From an optimization exercise on the open Yosys and OpenROAD flow, aimed at small area, a short achievable clock period and few clock cycles per item; shortcuts taken in it are not production practice.
RTL that was checked went through simulation tests only; none was proved equivalent to the original.

==> 06-10 <==
// rs72_decoder
module rs72_decoder (
    input  wire        clk,
    input  wire        rst,
    input  wire        in_valid,
    output wire        in_ready,
    input  wire [7:0]  in_sym,
    input  wire        in_erase,
    output wire        out_valid,
    input  wire        out_ready,
    output wire        out_fail,
    output wire [2:0]  out_count,
    output wire [27:0] out_pos,
    output wire [31:0] out_mag,
    output wire [3:0]  out_loc
);
export LEC_CHECK = 0
export CAP_MARGIN = 20
export CORE_MARGIN = 2
export CORE_UTILIZATION = 40
export SLEW_MARGIN = 20
create_clock -name core_clock -period 25.0 [get_ports {clk}]
standard.sh (not shown) runs the stock make flow with config.mk's settings and CLKGATE_MAP_FILE= SYNTH_SCRIPT=/design/flow/synth_recipe.tcl, a recipe that flattens the netlist after the stock synthesis.
==> flow/flow/run.sh <==
#!/bin/bash
# Standard layout, with port buffers of type buf_4 instead of the default choice.
set -euo pipefail
bash standard.sh "BUFFER_PORTS_ARGS=-buffer_cell sky130_fd_sc_hd__buf_4" finish > standard_flow.log 2>&1
==> 08-25: changes against 06-10 <==
--- a/flow/design.v
+++ b/flow/design.v
@@ -12,17 +12,17 @@
         for (i = 0; i < 8; i = i + 1) begin
             acc = acc ^ (sh & {8{b[i]}});
             sh  = {sh[6:0], 1'b0} ^ (sh[7] ? 8'h1D : 8'h00);
         end
     end
     assign p = acc;
 endmodule
-module rs72_gf_inv (
-    input  wire [7:0] x,
-    output wire [7:0] y
+module rs72_gf_inv_a (
+    input  wire [7:0]  x,
+    output wire [11:0] s
 );
     function [3:0] m16(input [3:0] a, input [3:0] b);
         reg [6:0] r;
         begin
             r = ({7{b[0]}} & {3'b0, a}) ^ ({7{b[1]}} & {2'b0, a, 1'b0}) ^
                 ({7{b[2]}} & {1'b0, a, 2'b0}) ^ ({7{b[3]}} & {a, 3'b0});
             m16 = r[3:0] ^ {2'b00, r[4], r[4]} ^ {1'b0, r[5], r[5], 1'b0} ^ {r[6], r[6], 2'b00};
@@ -56,14 +56,51 @@
                    ({8{x[5]}} & 8'hCA) ^
                    ({8{x[6]}} & 8'h40) ^
                    ({8{x[7]}} & 8'h14);
     wire [3:0] ah = c[7:4];
     wire [3:0] al = c[3:0];
     wire [3:0] d  = m16(m16(ah, ah), 4'h9) ^ m16(ah, al) ^ m16(al, al);
     wire [3:0] di = i16(d);
+    assign s = {ah, al, di};
+endmodule
+module rs72_gf_inv_b (
+    input  wire [11:0] s,
+    output wire [7:0]  y
+);
+    function [3:0] m16(input [3:0] a, input [3:0] b);
+        reg [6:0] r;
+        begin
+            r = ({7{b[0]}} & {3'b0, a}) ^ ({7{b[1]}} & {2'b0, a, 1'b0}) ^
+                ({7{b[2]}} & {1'b0, a, 2'b0}) ^ ({7{b[3]}} & {a, 3'b0});
+            m16 = r[3:0] ^ {2'b00, r[4], r[4]} ^ {1'b0, r[5], r[5], 1'b0} ^ {r[6], r[6], 2'b00};
+        end
+    endfunction
+    function [3:0] i16(input [3:0] a);
+        case (a)
+            4'h0: i16 = 4'h0;
+            4'h1: i16 = 4'h1;
+            4'h2: i16 = 4'h9;
+            4'h3: i16 = 4'hE;
+            4'h4: i16 = 4'hD;
+            4'h5: i16 = 4'hB;
+            4'h6: i16 = 4'h7;
+            4'h7: i16 = 4'h6;
+            4'h8: i16 = 4'hF;
+            4'h9: i16 = 4'h2;
+            4'hA: i16 = 4'hC;
+            4'hB: i16 = 4'h5;
+            4'hC: i16 = 4'hA;
+            4'hD: i16 = 4'h4;
+            4'hE: i16 = 4'h3;
+            4'hF: i16 = 4'h8;
+        endcase
+    endfunction
+    wire [3:0] ah = s[11:8];
+    wire [3:0] al = s[7:4];
+    wire [3:0] di = s[3:0];
     wire [3:0] rh = m16(ah, di);
     wire [3:0] rl = m16(ah ^ al, di);
     wire [7:0] r = {rh, rl};
     assign y = ({8{r[0]}} & 8'h01) ^
                    ({8{r[1]}} & 8'h4E) ^
                    ({8{r[2]}} & 8'h99) ^
                    ({8{r[3]}} & 8'h44) ^
@@ -374,24 +411,27 @@
     assign hand23 = s2_done & s3_free;
     wire [7:0] lam_val = c_s0 ^ c_l[1] ^ c_l[2] ^ c_l[3] ^ c_l[4];
     wire [7:0] sig_val = c_s0 ^ c_s1;
     wire [7:0] om_val  = c_w[0] ^ c_w[1] ^ c_w[2] ^ c_w[3];
     wire       is_root = (lam_val == 8'h00);
     wire [2:0] rcnt_n = rcnt + {2'b00, is_root};
     wire       c_last = (idx == 7'd1);
-    reg  [7:0] q_inv, q_om;
-    wire [7:0] den_inv;
-    rs72_gf_inv u_inv (.x(c_l[1] ^ c_l[3]), .y(den_inv));
+    reg  [11:0] q_inv;           
+    reg  [7:0]  q_om;
+    wire [11:0] den_inv_a;
+    wire [7:0]  den_inv;
+    rs72_gf_inv_a u_inv_a (.x(c_l[1] ^ c_l[3]), .s(den_inv_a));
+    rs72_gf_inv_b u_inv_b (.s(q_inv), .y(den_inv));
     always @(posedge clk) begin
         q_put <= c_act & is_root & (om_val != 8'h00);
         q_loc <= c_e0 | (sig_val == 8'h00);
-        q_inv <= den_inv;
+        q_inv <= den_inv_a;
         q_om  <= om_val;
     end
-    rs72_gf_mul u_mul (.a(q_put ? q_om : m1), .b(q_put ? q_inv : m2), .p(prod));
+    rs72_gf_mul u_mul (.a(q_put ? q_om : m1), .b(q_put ? den_inv : m2), .p(prod));
     wire [7:0] yval = prod;
     wire       c_end = q_act & ~c_act;
     wire       c_bad = (rcnt != len3);
     always @(posedge clk) begin
         if (rst) begin
             c_act   <= 1'b0;
             q_act   <= 1'b0;
ABC_AREA = 1   (was unset)
==> 02-20: changes against 06-10 <==
--- a/flow/design.v
+++ b/flow/design.v
@@ -12,17 +12,17 @@
         for (i = 0; i < 8; i = i + 1) begin
             acc = acc ^ (sh & {8{b[i]}});
             sh  = {sh[6:0], 1'b0} ^ (sh[7] ? 8'h1D : 8'h00);
         end
     end
     assign p = acc;
 endmodule
-module rs72_gf_inv (
-    input  wire [7:0] x,
-    output wire [7:0] y
+module rs72_gf_inv_a (
+    input  wire [7:0]  x,
+    output wire [11:0] s
 );
     function [3:0] m16(input [3:0] a, input [3:0] b);
         reg [6:0] r;
         begin
             r = ({7{b[0]}} & {3'b0, a}) ^ ({7{b[1]}} & {2'b0, a, 1'b0}) ^
                 ({7{b[2]}} & {1'b0, a, 2'b0}) ^ ({7{b[3]}} & {a, 3'b0});
             m16 = r[3:0] ^ {2'b00, r[4], r[4]} ^ {1'b0, r[5], r[5], 1'b0} ^ {r[6], r[6], 2'b00};
@@ -56,14 +56,51 @@
                    ({8{x[5]}} & 8'hCA) ^
                    ({8{x[6]}} & 8'h40) ^
                    ({8{x[7]}} & 8'h14);
     wire [3:0] ah = c[7:4];
     wire [3:0] al = c[3:0];
     wire [3:0] d  = m16(m16(ah, ah), 4'h9) ^ m16(ah, al) ^ m16(al, al);
     wire [3:0] di = i16(d);
+    assign s = {ah, al, di};
+endmodule
+module rs72_gf_inv_b (
+    input  wire [11:0] s,
+    output wire [7:0]  y
+);
+    function [3:0] m16(input [3:0] a, input [3:0] b);
+        reg [6:0] r;
+        begin
+            r = ({7{b[0]}} & {3'b0, a}) ^ ({7{b[1]}} & {2'b0, a, 1'b0}) ^
+                ({7{b[2]}} & {1'b0, a, 2'b0}) ^ ({7{b[3]}} & {a, 3'b0});
+            m16 = r[3:0] ^ {2'b00, r[4], r[4]} ^ {1'b0, r[5], r[5], 1'b0} ^ {r[6], r[6], 2'b00};
+        end
+    endfunction
+    function [3:0] i16(input [3:0] a);
+        case (a)
+            4'h0: i16 = 4'h0;
+            4'h1: i16 = 4'h1;
+            4'h2: i16 = 4'h9;
+            4'h3: i16 = 4'hE;
+            4'h4: i16 = 4'hD;
+            4'h5: i16 = 4'hB;
+            4'h6: i16 = 4'h7;
+            4'h7: i16 = 4'h6;
+            4'h8: i16 = 4'hF;
+            4'h9: i16 = 4'h2;
+            4'hA: i16 = 4'hC;
+            4'hB: i16 = 4'h5;
+            4'hC: i16 = 4'hA;
+            4'hD: i16 = 4'h4;
+            4'hE: i16 = 4'h3;
+            4'hF: i16 = 4'h8;
+        endcase
+    endfunction
+    wire [3:0] ah = s[11:8];
+    wire [3:0] al = s[7:4];
+    wire [3:0] di = s[3:0];
     wire [3:0] rh = m16(ah, di);
     wire [3:0] rl = m16(ah ^ al, di);
     wire [7:0] r = {rh, rl};
     assign y = ({8{r[0]}} & 8'h01) ^
                    ({8{r[1]}} & 8'h4E) ^
                    ({8{r[2]}} & 8'h99) ^
                    ({8{r[3]}} & 8'h44) ^
@@ -374,24 +411,27 @@
     assign hand23 = s2_done & s3_free;
     wire [7:0] lam_val = c_s0 ^ c_l[1] ^ c_l[2] ^ c_l[3] ^ c_l[4];
     wire [7:0] sig_val = c_s0 ^ c_s1;
     wire [7:0] om_val  = c_w[0] ^ c_w[1] ^ c_w[2] ^ c_w[3];
     wire       is_root = (lam_val == 8'h00);
     wire [2:0] rcnt_n = rcnt + {2'b00, is_root};
     wire       c_last = (idx == 7'd1);
-    reg  [7:0] q_inv, q_om;
-    wire [7:0] den_inv;
-    rs72_gf_inv u_inv (.x(c_l[1] ^ c_l[3]), .y(den_inv));
+    reg  [11:0] q_inv;           
+    reg  [7:0]  q_om;
+    wire [11:0] den_inv_a;
+    wire [7:0]  den_inv;
+    rs72_gf_inv_a u_inv_a (.x(c_l[1] ^ c_l[3]), .s(den_inv_a));
+    rs72_gf_inv_b u_inv_b (.s(q_inv), .y(den_inv));
     always @(posedge clk) begin
         q_put <= c_act & is_root & (om_val != 8'h00);
         q_loc <= c_e0 | (sig_val == 8'h00);
-        q_inv <= den_inv;
+        q_inv <= den_inv_a;
         q_om  <= om_val;
     end
-    rs72_gf_mul u_mul (.a(q_put ? q_om : m1), .b(q_put ? q_inv : m2), .p(prod));
+    rs72_gf_mul u_mul (.a(q_put ? q_om : m1), .b(q_put ? den_inv : m2), .p(prod));
     wire [7:0] yval = prod;
     wire       c_end = q_act & ~c_act;
     wire       c_bad = (rcnt != len3);
     always @(posedge clk) begin
         if (rst) begin
             c_act   <= 1'b0;
             q_act   <= 1'b0;
==> flow/flow/run.sh (replaced) <==
#!/bin/bash
# Standard layout, with port buffers of type buf_4, and the buffers that
# Yosys/ABC put into the netlist removed at floorplan (repair_design then
# buffers what needs it).
set -euo pipefail
bash standard.sh "BUFFER_PORTS_ARGS=-buffer_cell sky130_fd_sc_hd__buf_4" "REMOVE_ABC_BUFFERS=1" finish > standard_flow.log 2>&1
CORE_UTILIZATION = 60   (was 40)
CTS_CLUSTER_DIAMETER = 120   (was unset)
CTS_CLUSTER_SIZE = 24   (was unset)
==> 12-27: changes against 06-10 <==
--- a/flow/design.v
+++ b/flow/design.v
@@ -12,17 +12,17 @@
         for (i = 0; i < 8; i = i + 1) begin
             acc = acc ^ (sh & {8{b[i]}});
             sh  = {sh[6:0], 1'b0} ^ (sh[7] ? 8'h1D : 8'h00);
         end
     end
     assign p = acc;
 endmodule
-module rs72_gf_inv (
-    input  wire [7:0] x,
-    output wire [7:0] y
+module rs72_gf_inv_a (
+    input  wire [7:0]  x,
+    output wire [11:0] s
 );
     function [3:0] m16(input [3:0] a, input [3:0] b);
         reg [6:0] r;
         begin
             r = ({7{b[0]}} & {3'b0, a}) ^ ({7{b[1]}} & {2'b0, a, 1'b0}) ^
                 ({7{b[2]}} & {1'b0, a, 2'b0}) ^ ({7{b[3]}} & {a, 3'b0});
             m16 = r[3:0] ^ {2'b00, r[4], r[4]} ^ {1'b0, r[5], r[5], 1'b0} ^ {r[6], r[6], 2'b00};
@@ -56,14 +56,51 @@
                    ({8{x[5]}} & 8'hCA) ^
                    ({8{x[6]}} & 8'h40) ^
                    ({8{x[7]}} & 8'h14);
     wire [3:0] ah = c[7:4];
     wire [3:0] al = c[3:0];
     wire [3:0] d  = m16(m16(ah, ah), 4'h9) ^ m16(ah, al) ^ m16(al, al);
     wire [3:0] di = i16(d);
+    assign s = {ah, al, di};
+endmodule
+module rs72_gf_inv_b (
+    input  wire [11:0] s,
+    output wire [7:0]  y
+);
+    function [3:0] m16(input [3:0] a, input [3:0] b);
+        reg [6:0] r;
+        begin
+            r = ({7{b[0]}} & {3'b0, a}) ^ ({7{b[1]}} & {2'b0, a, 1'b0}) ^
+                ({7{b[2]}} & {1'b0, a, 2'b0}) ^ ({7{b[3]}} & {a, 3'b0});
+            m16 = r[3:0] ^ {2'b00, r[4], r[4]} ^ {1'b0, r[5], r[5], 1'b0} ^ {r[6], r[6], 2'b00};
+        end
+    endfunction
+    function [3:0] i16(input [3:0] a);
+        case (a)
+            4'h0: i16 = 4'h0;
+            4'h1: i16 = 4'h1;
+            4'h2: i16 = 4'h9;
+            4'h3: i16 = 4'hE;
+            4'h4: i16 = 4'hD;
+            4'h5: i16 = 4'hB;
+            4'h6: i16 = 4'h7;
+            4'h7: i16 = 4'h6;
+            4'h8: i16 = 4'hF;
+            4'h9: i16 = 4'h2;
+            4'hA: i16 = 4'hC;
+            4'hB: i16 = 4'h5;
+            4'hC: i16 = 4'hA;
+            4'hD: i16 = 4'h4;
+            4'hE: i16 = 4'h3;
+            4'hF: i16 = 4'h8;
+        endcase
+    endfunction
+    wire [3:0] ah = s[11:8];
+    wire [3:0] al = s[7:4];
+    wire [3:0] di = s[3:0];
     wire [3:0] rh = m16(ah, di);
     wire [3:0] rl = m16(ah ^ al, di);
     wire [7:0] r = {rh, rl};
     assign y = ({8{r[0]}} & 8'h01) ^
                    ({8{r[1]}} & 8'h4E) ^
                    ({8{r[2]}} & 8'h99) ^
                    ({8{r[3]}} & 8'h44) ^
@@ -374,24 +411,27 @@
     assign hand23 = s2_done & s3_free;
     wire [7:0] lam_val = c_s0 ^ c_l[1] ^ c_l[2] ^ c_l[3] ^ c_l[4];
     wire [7:0] sig_val = c_s0 ^ c_s1;
     wire [7:0] om_val  = c_w[0] ^ c_w[1] ^ c_w[2] ^ c_w[3];
     wire       is_root = (lam_val == 8'h00);
     wire [2:0] rcnt_n = rcnt + {2'b00, is_root};
     wire       c_last = (idx == 7'd1);
-    reg  [7:0] q_inv, q_om;
-    wire [7:0] den_inv;
-    rs72_gf_inv u_inv (.x(c_l[1] ^ c_l[3]), .y(den_inv));
+    reg  [11:0] q_inv;           
+    reg  [7:0]  q_om;
+    wire [11:0] den_inv_a;
+    wire [7:0]  den_inv;
+    rs72_gf_inv_a u_inv_a (.x(c_l[1] ^ c_l[3]), .s(den_inv_a));
+    rs72_gf_inv_b u_inv_b (.s(q_inv), .y(den_inv));
     always @(posedge clk) begin
         q_put <= c_act & is_root & (om_val != 8'h00);
         q_loc <= c_e0 | (sig_val == 8'h00);
-        q_inv <= den_inv;
+        q_inv <= den_inv_a;
         q_om  <= om_val;
     end
-    rs72_gf_mul u_mul (.a(q_put ? q_om : m1), .b(q_put ? q_inv : m2), .p(prod));
+    rs72_gf_mul u_mul (.a(q_put ? q_om : m1), .b(q_put ? den_inv : m2), .p(prod));
     wire [7:0] yval = prod;
     wire       c_end = q_act & ~c_act;
     wire       c_bad = (rcnt != len3);
     always @(posedge clk) begin
         if (rst) begin
             c_act   <= 1'b0;
             q_act   <= 1'b0;
CTS_BUF_LIST = sky130_fd_sc_hd__clkbuf_8   (was unset)
CTS_CLUSTER_DIAMETER = 120   (was unset)
CTS_CLUSTER_SIZE = 24   (was unset)
==> summary of the runs <==
- 06-10 completed without violations. 12-27 ended with an error in final report (6_report). 08-25 ran to the end with no violations. 02-20 completed with no timing, DRC or antenna violations.
- Against 12-27, the via count of 08-25 is higher by 17%.
- Between 06-10 and 02-20, the lower wire length is in 02-20 (gap about 10%, measured against 02-20).
- Core utilization, highest first: 02-20, 06-10, 08-25.
- Global-route usage, highest first: 02-20, 08-25, 06-10, 12-27.
- Between 02-20 and 08-25, the lower area after synthesis is in 02-20 (gap about 4%, measured against 08-25).
- Between 08-25 and 02-20, the lower clock skew is in 08-25 (gap 0.0020 ns).
==> figures <==
Syn Std Cell Area: 06-10 22400 sq um; 08-25 22900 sq um; 02-20 22000 sq um; 12-27 22000 sq um
First-pass GRT wire length: 06-10 106 mm; 08-25 113 mm; 02-20 97.9 mm; 12-27 105 mm
Biggest Area Class: 06-10 multi-input gates; 08-25 multi-input gates; 02-20 multi-input gates; 12-27 -
Startpoint type of the worst setup path: 06-10 register; 08-25 register; 02-20 register; 12-27 -
Final-report setup violation count: 06-10 0; 08-25 0; 02-20 0; 12-27 -
Worst min path class: 06-10 register to register; 08-25 register to register; 02-20 register to register; 12-27 -
Number of antenna violations at the first check in global routing: 06-10 1; 08-25 0; 02-20 2; 12-27 0
Number of buffers added by the clock tree synthesis step: 06-10 44; 08-25 44; 02-20 20; 12-27 20
Outcome: 06-10 complete, no violations; 08-25 complete, no violations; 02-20 complete, no violations; 12-27 aborted with a tool error
Failing step: 06-10 -; 08-25 -; 02-20 -; 12-27 final report (6_report)
Number of buffers outside the clock class in the layout: 06-10 115; 08-25 102; 02-20 107; 12-27 -
Post-route DRC violation count: 06-10 0; 08-25 0; 02-20 0; 12-27 -
Testbench counts of 08-25, summed over its fixed seeds: cycles 231,061, words 3,200.
Testbench counts of 02-20, summed over its fixed seeds: cycles 231,061, words 3,200.
Testbench counts of 12-27, summed over its fixed seeds: cycles 231,061, words 3,200.
Only the layout flow was run in 06-10; the RTL was not checked for function there.

==> afterwards: timing with drivers on the ports <==
Ports are ideal in the flow. The routed layouts listed here were re-timed in OpenROAD.
Step 1, drivers: a clkbuf_16 drives clk and a buf_2 each remaining input, both assumed.
Step 2 times the ports against the registers' clock, not the clock port: input delays grow and output delays shrink by t, the midpoint of the rising clock arrivals with the driver on.
Three values: no drivers, after step 1, after step 2; two values: the first two.
| run | t, ns | setup slack, ns | slew at the worst register clock pin (ns) |
|---|---|---|---|
| 06-10 | 0.627 | 18.778 / 18.719 / 19.044 | 0.07 / 0.07 |
| 08-25 | 0.627 | 18.882 / 18.827 / 19.453 | 0.07 / 0.07 |
| 02-20 | 0.603 | 18.908 / 18.860 / 18.908 | 0.11 / 0.11 |
After both steps every run listed still meets setup and hold.
